Source: an optimization exercise on an open RTL-to-GDS flow (aim: small area and few clock cycles per item). Production flows keep margins and buffers that such runs may drop.
RTL that was checked went through simulation tests only; none was proved equivalent to the original.
No functional check of the RTL was part of run 1.

==> flow/design.v, too long to show whole: its modules and the start of the top module <==
// module pix_corr: 4974 lines
// module pc_fa: 4 lines
module pix_corr (
    input  wire        clk,
    input  wire        rst,
    input  wire        in_valid,
    output wire        in_ready,
    input  wire [17:0] in_pix,
    input  wire [2:0]  in_bcode,
    input  wire [17:0] in_offset,
    input  wire [17:0] in_gain,
    input  wire [17:0] in_ratio,
    input  wire [17:0] in_drift,
    input  wire [2:0]  in_wcode,
    output wire        out_valid,
    input  wire        out_ready,
    output wire [17:0] out_data,
    output wire        out_sat_lo,
    output wire        out_sat_hi
);
  // ...
==> flow/flow/run.sh <==
#!/bin/bash
# The standard layout (the standard.sh, unchanged synthesis and steps), with one
# difference: the port buffers that global placement inserts on every input and output
# are sky130_fd_sc_hd__buf_1 instead of the resizer's default pick.
set -euo pipefail
export BUFFER_PORTS_ARGS="-buffer_cell sky130_fd_sc_hd__buf_1"
bash standard.sh > standard.log 2>&1
==> flow/standard.sh <==
#!/bin/bash
# synth_recipe.tcl (not shown) runs the flow's synth.tcl, then flattens the netlist and writes it again
# the make line also repeats each setting of config.mk as NAME=value (left out here)
make -C /OpenROAD-flow-scripts/flow DESIGN_CONFIG=/design/flow/config.mk WORK_HOME=/design/flow/orfs CLKGATE_MAP_FILE= SYNTH_SCRIPT=/design/flow/synth_recipe.tcl "${@:-finish}"
==> flow/config.mk <==
export PLATFORM = sky130hd
export DESIGN_NAME = pix_corr
export DESIGN_NICKNAME = pix_corr
export VERILOG_FILES = /design/flow/design.v
export SDC_FILE = /design/flow/constraint.sdc
export NUM_CORES = 4
export LEC_CHECK = 0
export ABC_AREA = 1
export CAP_MARGIN = 20
export CORE_MARGIN = 2
export CORE_UTILIZATION = 40
export CTS_BUF_LIST = sky130_fd_sc_hd__clkbuf_8
export SLEW_MARGIN = 20
export SYNTH_HIERARCHICAL = 1
export SYNTH_MINIMUM_KEEP_SIZE = 0
==> flow/constraint.sdc <==
create_clock -name core_clock -period 10.0 [get_ports {clk}]
set_input_delay 2.0000 -clock core_clock [delete_from_list [all_inputs] [get_ports {clk}]]
set_output_delay 2.0000 -clock core_clock [all_outputs]
set_load 0.01 [all_outputs]
==> impl_metrics.csv, run 1 <==
group,metric,value,unit
status,outcome,"timing/DRC/antenna clean",
hold_path,hp-start,"w1[2]",
clocking,cts_hold_buf,0,
clocking,clock_latency,0.58,ns
worst_setup_path,critPathTopFamily,"adder cells",
timing,finalCriticalPeriod,9.483,ns
worst_setup_path,worstSetupPathType,"flop to primary output",
synth,synth-simple-area-share,0.1103,
floorplanning,std_cell_rows,105,
synth,ys_warn_count,7,
route,drt-initial-drc-count,3115,
route,top_layer,"met4",
global_routing,grt_pass1_vias,29690,
layout,regArea,4124,µm²
layout,utilization,0.4301,
global_routing,grt_pass1_wl,174.2,mm
timing,setup_ws,0.5171,ns
timing,hold_viol,0,
worst_setup_path,crit_buf_inv,3,
synth,yosysSeqAreaShare,0.1253,
floorplanning,die_h,290.9,µm
clocking,cts_setup_buffers,0,
==> inputs of run 2 (changes only) <==
--- a/flow/design.v
+++ b/flow/design.v
@@ -3019,4 +3019,3 @@
     pc_fa u330 (.a(p182), .b(p203), .c(c324), .s(s329), .co(c330));
-    assign s331 = s327 ^ c326;
-    assign c332 = s327 & c326;
+    pc_fa u332 (.a(s327), .b(c326), .c(s329), .s(s331), .co(c332));
     pc_fa u334 (.a(p120), .b(p141), .c(p162), .s(s333), .co(c334));
@@ -3148,4 +3147,3 @@
     pc_fa u564 (.a(p290), .b(p311), .c(c560), .s(s563), .co(c564));
-    assign s565 = p291 ^ p312;
-    assign c566 = p291 & p312;
+    pc_fa u566 (.a(p291), .b(p312), .c(c564), .s(s565), .co(c566));
     assign gg567[0] = p111 ^ 1'b0;
@@ -3166,4 +3164,4 @@
     assign gg567[7] = s578;
-    assign g580 = s329 & s331;
-    assign h581 = s329 ^ s331;
+    assign g580 = s331 & 1'b0;
+    assign h581 = s331 ^ 1'b0;
     assign g582 = c332 & s337;
@@ -3216,4 +3214,4 @@
     assign h629 = c562 ^ s563;
-    assign g630 = c564 & s565;
-    assign h631 = c564 ^ s565;
+    assign g630 = s565 & 1'b0;
+    assign h631 = s565 ^ 1'b0;
     assign g632 = p313 & c566;
@@ -3797,4 +3795,3 @@
     pc_fa u1170 (.a(c1160), .b(s1165), .c(s1167), .s(s1169), .co(c1170));
-    assign s1171 = c1162 ^ s1169;
-    assign c1172 = c1162 & s1169;
+    pc_fa u1172 (.a(c1162), .b(s1169), .c(c1164), .s(s1171), .co(c1172));
     pc_fa u1174 (.a(p771), .b(p807), .c(p843), .s(s1173), .co(c1174));
@@ -3802,3 +3799,4 @@
     pc_fa u1178 (.a(c1168), .b(s1173), .c(c1170), .s(s1177), .co(c1178));
-    pc_fa u1180 (.a(s1175), .b(c1172), .c(s1177), .s(s1179), .co(c1180));
+    assign s1179 = s1175 ^ s1177;
+    assign c1180 = s1175 & s1177;
     pc_fa u1182 (.a(bn748), .b(p772), .c(p808), .s(s1181), .co(c1182));
@@ -3818,4 +3816,3 @@
     pc_fa u1210 (.a(c1196), .b(s1205), .c(s1207), .s(s1209), .co(c1210));
-    assign s1211 = c1198 ^ s1209;
-    assign c1212 = c1198 & s1209;
+    pc_fa u1212 (.a(c1198), .b(s1209), .c(c1200), .s(s1211), .co(c1212));
     pc_fa u1214 (.a(p775), .b(p811), .c(p847), .s(s1213), .co(c1214));
@@ -3825,3 +3822,4 @@
     pc_fa u1222 (.a(c1208), .b(s1217), .c(s1219), .s(s1221), .co(c1222));
-    pc_fa u1224 (.a(c1210), .b(c1212), .c(s1221), .s(s1223), .co(c1224));
+    assign s1223 = c1210 ^ s1221;
+    assign c1224 = c1210 & s1221;
     pc_fa u1226 (.a(bn754), .b(p776), .c(p812), .s(s1225), .co(c1226));
@@ -3839,4 +3837,3 @@
     pc_fa u1250 (.a(s1245), .b(c1234), .c(s1247), .s(s1249), .co(c1250));
-    assign s1251 = c1236 ^ s1249;
-    assign c1252 = c1236 & s1249;
+    pc_fa u1252 (.a(c1236), .b(s1249), .c(c1238), .s(s1251), .co(c1252));
     pc_fa u1254 (.a(bn757), .b(p778), .c(p814), .s(s1253), .co(c1254));
@@ -3848,3 +3845,4 @@
     pc_fa u1266 (.a(s1261), .b(c1248), .c(s1263), .s(s1265), .co(c1266));
-    pc_fa u1268 (.a(c1250), .b(s1265), .c(c1252), .s(s1267), .co(c1268));
+    assign s1267 = c1250 ^ s1265;
+    assign c1268 = c1250 & s1265;
     pc_fa u1270 (.a(p779), .b(p815), .c(p851), .s(s1269), .co(c1270));
@@ -3856,4 +3854,3 @@
     pc_fa u1282 (.a(s1277), .b(c1264), .c(s1279), .s(s1281), .co(c1282));
-    assign s1283 = c1266 ^ s1281;
-    assign c1284 = c1266 & s1281;
+    pc_fa u1284 (.a(c1266), .b(s1281), .c(c1268), .s(s1283), .co(c1284));
     pc_fa u1286 (.a(p780), .b(p816), .c(p852), .s(s1285), .co(c1286));
@@ -3980,4 +3977,3 @@
     pc_fa u1526 (.a(c1506), .b(s1521), .c(s1523), .s(s1525), .co(c1526));
-    assign s1527 = c1508 ^ s1525;
-    assign c1528 = c1508 & s1525;
+    pc_fa u1528 (.a(c1508), .b(s1525), .c(c1510), .s(s1527), .co(c1528));
     pc_fa u1530 (.a(p795), .b(p831), .c(p867), .s(s1529), .co(c1530));
@@ -4000,4 +3996,3 @@
     pc_fa u1562 (.a(s1557), .b(c1542), .c(s1559), .s(s1561), .co(c1562));
-    assign s1563 = c1544 ^ s1561;
-    assign c1564 = c1544 & s1561;
+    pc_fa u1564 (.a(c1544), .b(s1561), .c(c1546), .s(s1563), .co(c1564));
     pc_fa u1566 (.a(p797), .b(p833), .c(p869), .s(s1565), .co(c1566));
@@ -4020,4 +4015,3 @@
     pc_fa u1598 (.a(s1593), .b(c1578), .c(s1595), .s(s1597), .co(c1598));
-    assign s1599 = c1580 ^ s1597;
-    assign c1600 = c1580 & s1597;
+    pc_fa u1600 (.a(c1580), .b(s1597), .c(c1582), .s(s1599), .co(c1600));
     assign s1601 = ~(q799 ^ p835);
@@ -4041,4 +4035,3 @@
     pc_fa u1634 (.a(c1614), .b(s1629), .c(s1631), .s(s1633), .co(c1634));
-    assign s1635 = c1616 ^ s1633;
-    assign c1636 = c1616 & s1633;
+    pc_fa u1636 (.a(c1616), .b(s1633), .c(c1618), .s(s1635), .co(c1636));
     pc_fa u1638 (.a(q837), .b(p873), .c(p909), .s(s1637), .co(c1638));
@@ -4059,4 +4052,3 @@
     pc_fa u1666 (.a(s1661), .b(c1648), .c(s1663), .s(s1665), .co(c1666));
-    assign s1667 = c1650 ^ s1665;
-    assign c1668 = c1650 & s1665;
+    pc_fa u1668 (.a(c1650), .b(s1665), .c(c1652), .s(s1667), .co(c1668));
     pc_fa u1670 (.a(q875), .b(p911), .c(p947), .s(s1669), .co(c1670));
@@ -4140,5 +4132,5 @@
     assign ee1781[7] = 1'b0;
-    assign k1790 = (c1164 & s1171) | (c1164 & k1789) | (s1171 & k1789);
+    assign k1790 = (s1171 & 1'b0) | (s1171 & k1789) | (1'b0 & k1789);
     assign ee1781[8] = 1'b0;
-    assign k1791 = (s1179 & 1'b0) | (s1179 & k1790) | (1'b0 & k1790);
+    assign k1791 = (c1172 & s1179) | (c1172 & k1790) | (s1179 & k1790);
     assign ee1781[9] = 1'b0;
@@ -4148,5 +4140,5 @@
     assign ee1781[11] = 1'b0;
-    assign k1794 = (c1200 & s1211) | (c1200 & k1793) | (s1211 & k1793);
+    assign k1794 = (s1211 & 1'b0) | (s1211 & k1793) | (1'b0 & k1793);
     assign ee1781[12] = 1'b0;
-    assign k1795 = (s1223 & 1'b0) | (s1223 & k1794) | (1'b0 & k1794);
+    assign k1795 = (c1212 & s1223) | (c1212 & k1794) | (s1223 & k1794);
     assign ee1781[13] = 1'b0;
@@ -4154,7 +4146,7 @@
     assign ee1781[14] = 1'b0;
-    assign k1797 = (c1238 & s1251) | (c1238 & k1796) | (s1251 & k1796);
+    assign k1797 = (s1251 & 1'b0) | (s1251 & k1796) | (1'b0 & k1796);
     assign ee1781[15] = 1'b0;
-    assign k1798 = (s1267 & 1'b0) | (s1267 & k1797) | (1'b0 & k1797);
+    assign k1798 = (c1252 & s1267) | (c1252 & k1797) | (s1267 & k1797);
     assign ee1781[16] = 1'b0;
-    assign k1799 = (c1268 & s1283) | (c1268 & k1798) | (s1283 & k1798);
+    assign k1799 = (s1283 & 1'b0) | (s1283 & k1798) | (1'b0 & k1798);
     assign ee1781[17] = 1'b0;
@@ -4188,20 +4180,20 @@
     assign h1821 = s1509 ^ 1'b0;
-    assign g1822 = c1510 & s1527;
-    assign h1823 = c1510 ^ s1527;
+    assign g1822 = s1527 & 1'b0;
+    assign h1823 = s1527 ^ 1'b0;
     assign g1824 = c1528 & s1545;
     assign h1825 = c1528 ^ s1545;
-    assign g1826 = c1546 & s1563;
-    assign h1827 = c1546 ^ s1563;
+    assign g1826 = s1563 & 1'b0;
+    assign h1827 = s1563 ^ 1'b0;
     assign g1828 = c1564 & s1581;
     assign h1829 = c1564 ^ s1581;
-    assign g1830 = c1582 & s1599;
-    assign h1831 = c1582 ^ s1599;
+    assign g1830 = s1599 & 1'b0;
+    assign h1831 = s1599 ^ 1'b0;
     assign g1832 = c1600 & s1617;
     assign h1833 = c1600 ^ s1617;
-    assign g1834 = c1618 & s1635;
-    assign h1835 = c1618 ^ s1635;
+    assign g1834 = s1635 & 1'b0;
+    assign h1835 = s1635 ^ 1'b0;
     assign g1836 = c1636 & s1651;
     assign h1837 = c1636 ^ s1651;
-    assign g1838 = c1652 & s1667;
-    assign h1839 = c1652 ^ s1667;
+    assign g1838 = s1667 & 1'b0;
+    assign h1839 = s1667 ^ 1'b0;
     assign g1840 = c1668 & s1681;
@@ -4686,4 +4678,3 @@
     pc_fa u2318 (.a(c2302), .b(s2313), .c(s2315), .s(s2317), .co(c2318));
-    assign s2319 = c2304 ^ s2317;
-    assign c2320 = c2304 & s2317;
+    pc_fa u2320 (.a(c2304), .b(s2317), .c(c2306), .s(s2319), .co(c2320));
     pc_fa u2322 (.a(p2042), .b(p2063), .c(p2084), .s(s2321), .co(c2322));
@@ -4702,4 +4693,3 @@
     pc_fa u2348 (.a(s2341), .b(s2343), .c(c2332), .s(s2347), .co(c2348));
-    assign s2349 = s2345 ^ s2347;
-    assign c2350 = s2345 & s2347;
+    pc_fa u2350 (.a(s2345), .b(s2347), .c(c2334), .s(s2349), .co(c2350));
     pc_fa u2352 (.a(p2044), .b(p2065), .c(p2086), .s(s2351), .co(c2352));
@@ -4807,8 +4797,8 @@
     assign h2513 = s2305 ^ 1'b0;
-    assign g2514 = c2306 & s2319;
-    assign h2515 = c2306 ^ s2319;
+    assign g2514 = s2319 & 1'b0;
+    assign h2515 = s2319 ^ 1'b0;
     assign g2516 = c2320 & s2333;
     assign h2517 = c2320 ^ s2333;
-    assign g2518 = c2334 & s2349;
-    assign h2519 = c2334 ^ s2349;
+    assign g2518 = s2349 & 1'b0;
+    assign h2519 = s2349 ^ 1'b0;
     assign g2520 = c2350 & s2365;
==> run 2 against run 1 <==
Net effect:
- cell area fell by 0.59%
- first-iteration DRC count is 15% lower
- critical path depth rose by 3
- clock skew decreased by 0.011 ns
- sequential share of layout area increased by 0.069 points
- via count fell by 1.3%
- fmax fell by 1.3%
- core utilization up 0.30 points
- setup slack worse by 0.12 ns
- highest routed layer unchanged
- die area shrank 0.56%
==> impl_metrics.csv, run 2 <==
group,metric,value,unit
route,drt-wirelength-per-cell,24.11,µm
clocking,clock_sinks,138,
clocking,clock_latency,0.59,ns
global_routing,grt_pass1_wl,172.4,mm
clocking,root_buffer,"clkbuf_8",
clocking,cts_max_level,4,
global_routing,grt_overflow,0,
timing,tightest_slew,1.020,ns
clocking,cts_buffer_depth,2,
global_routing,antenna_found_initial,2,
route,drcViolationCount,0,
layout,multi_input_area,26510,µm²
route,dr.pass1.iters,6,
synth,synth_area_leaders,"fa_1, edfxtp_1, xor2_1",
layout,regArea,4124,µm²
worst_setup_path,cp-end-kind,"primary output",
synth,ys_seq_elements,138,
run,drv_cap,0,
timing,final_max_slew_viol_count,0,
worst_setup_path,slowest_stage,"fa_1",
layout,utilization,0.4331,
clocking,clk_pin_slew_worst_paths,0.09,ns
synth,yosysSeqAreaShare,0.1260,
layout,largest_register_ffs,36,
layout,nFillCells,7863,
floorplanning,die_h,290.1,µm
worst_setup_path,critPathMaxFanout,16,
floorplanning,die_w,290.1,µm
placed_design,io_buffers,121,
layout,drive_above_1_share,0.06410,
layout,syn2layout_area_growth,6.919,%
layout,mostFrequentLayoutCells,"nand2_1, fa_1, xor2_1",
layout,regMostFlops,"g1",
worst_setup_path,cpMostUsedCell,"fa_1",
timing,setup_viol,0,
worst_setup_path,slowest_delay,0.51,ns
synth,syn_inst,3511,
placed_design,place_hpwl,81.62,mm
synth,ys_types,54,
synth,ys.flop_type,"edfxtp_1",
placed_design,place_congestion,0.9720,
global_routing,track_usage,0.2627,
route,drt-initial-drc-count,2645,
layout,fin_nets,4350,
timing,hold_viol,0,
timing,clock.fmax,104.1,MHz
floorplanning,dieArea,84140,µm²
synth,yosysTopAreaCell,"fa_1",
timing,rsz0062_at_grt,"no",
global_routing,grt_pass1_vias,28880,
clocking,cts_hold_buf,0,
floorplanning,core,80810,µm²
timing,relSlewSlack,0.3200,
worst_setup_path,worstSetupPathType,"flop to primary output",
synth,synth_most_common_cell,"nand2_1",
synth,synth_area_per_cell,9.323,µm²
timing,fin_crit_sh,0.9605,
timing,fin_skew,0.01343,ns
synth,synth_edf_count,136,
synth,synthesis.area,32730,µm²
floorplanning,std_cell_rows,104,
global_routing,grt_max_degree,75,
hold_path,worstHoldPathType,"flop to flop",
clocking,cts_tree,"built",
worst_setup_path,cp.arrival,7.61,ns
timing,finalCriticalPeriod,9.605,ns
layout,layout.cells.most_common,"nand2_1",
timing,tns,0,ns
synth,synth_top_area_frac,0.3676,
synth,synth_commonest_cells,"nand2_1, fa_1, xor2_1",
synth,synthArstFlopShare,0,
route,antenna_left,0,
route,vias_per_cell,6.146,
clocking,numCtsBuffers,17,
route,routed-via-count,28200,
status,outcome,"timing/DRC/antenna clean",
floorplanning,io_pins,122,
worst_setup_path,worst_setup_path_start_kind,"flop",
layout,top_regs,"g1: 36 flops, q3r: 20 flops, d1: 19 flops",
worst_setup_path,required,8.00,ns
synth,ys_warn_count,7,
route,routed_wirelength,110.6,mm
floorplanning,start_util,0.4051,
-- run 2: per-layer routing --
layer / GRT usage / share of wire
met1: 0.3311 / 0.39
met5: 0 / 0
met4: 0.1156 / 0.041
met3: 0.04565 / 0.085
met2: 0.4431 / 0.48
-- run 2: what timing repair did --
action	4_1_cts	5_1_grt
pin swaps	0	6
setup endpoints to repair	1	18
gates cloned	0	0
setup buffers	0	14
gates resized for setup	2	25
-- run 2: worst paths after layout --
path / cells after the start / start / endpoint / slack [ns]
setup / recovery: 31 / hi2 / out_data[11] / 0.39
hold / removal: 0 / w1[0] / w2[0] / 0.43
setup reg to reg: 43 / d1[3] / hi2 / 1.68
hold reg to reg: 0 / w1[0] / w2[0] / 0.43
-- run 2: Yosys stat by module (local to each module, per instance) --
module / flops+latches / cell area (µm²)
pc_fa: 0 / 20.02
pix_corr: 138 / 21360
-- run 2: metrics by stage --
stage               area [µm²]  hold slack [ns]  setup slack [ns]  cells
global placement         34400           0.4002            0.2774   4540
finish                   35000           0.4258            0.3950   4588
CTS                      34790           0.4283          0.002929   4572
floorplan                32740           0.4003             1.020   3512
detailed placement       34400           0.4052            0.2339   4540
global route             35000           0.4321          0.006573   4587
-- run 2: final cells by class --
cell class,count,area share
antenna,2,0.0001430
clock buffer,17,0.006685
clock inverter,15,0.004326
inverter,311,0.03393
multi-input combinational,2794,0.7575
sequential,138,0.1178
tap,1060,0.03789
timing repair buffer,251,0.04165
-- run 2: cells by family after synthesis --
logic type	after synthesis	share of synthesized area
adders and majority gates	737	0.4195
other	1	0.0001146
AOI/OAI and AO/OA	792	0.1734
DFF	138	0.1260
xor gates and xnor gates	382	0.1022
and+or+nand+nor	881	0.1113
buffers and inverters	580	0.06750
-- run 2: worst max-delay path: cells and delay by family (launching register included) --
kind            cells  cell delay (ns)
compound gates      3             0.40
fa+ha+maj           8             3.32
buf+inv             7             1.14
flops               1             0.49
simple gates       13             1.63
Testbench counts of run 2, summed over its fixed seeds: cycles 16,016, items 16,000.

[separate check: timing with driven ports]
Ports are ideal in the flow. The routed layouts listed here were re-timed in OpenROAD.
Step 1, drivers: a clkbuf_16 drives clk and a buf_2 each remaining input, both assumed.
Step 2 also shifts input and output timing later by t, the mid clock arrival at the registers, as if the neighbouring blocks saw the same clock.
Slacks: ideal / step 1 / step 2; pairs: ideal / step 1.
| run | t (ns) | setup WS [ns] | worst setup path after step 2 |
|---|---|---|---|
| run 1 | 0.619 | 0.517 / 0.461 / 0.113 | input to register |
| run 2 | 0.649 | 0.395 / 0.334 / 0.213 | input to register |
After both steps every run listed still meets setup and hold. The setup slack of run 1, which loses most, moves by -0.056 ns with the drivers and by -0.404 ns with both steps.
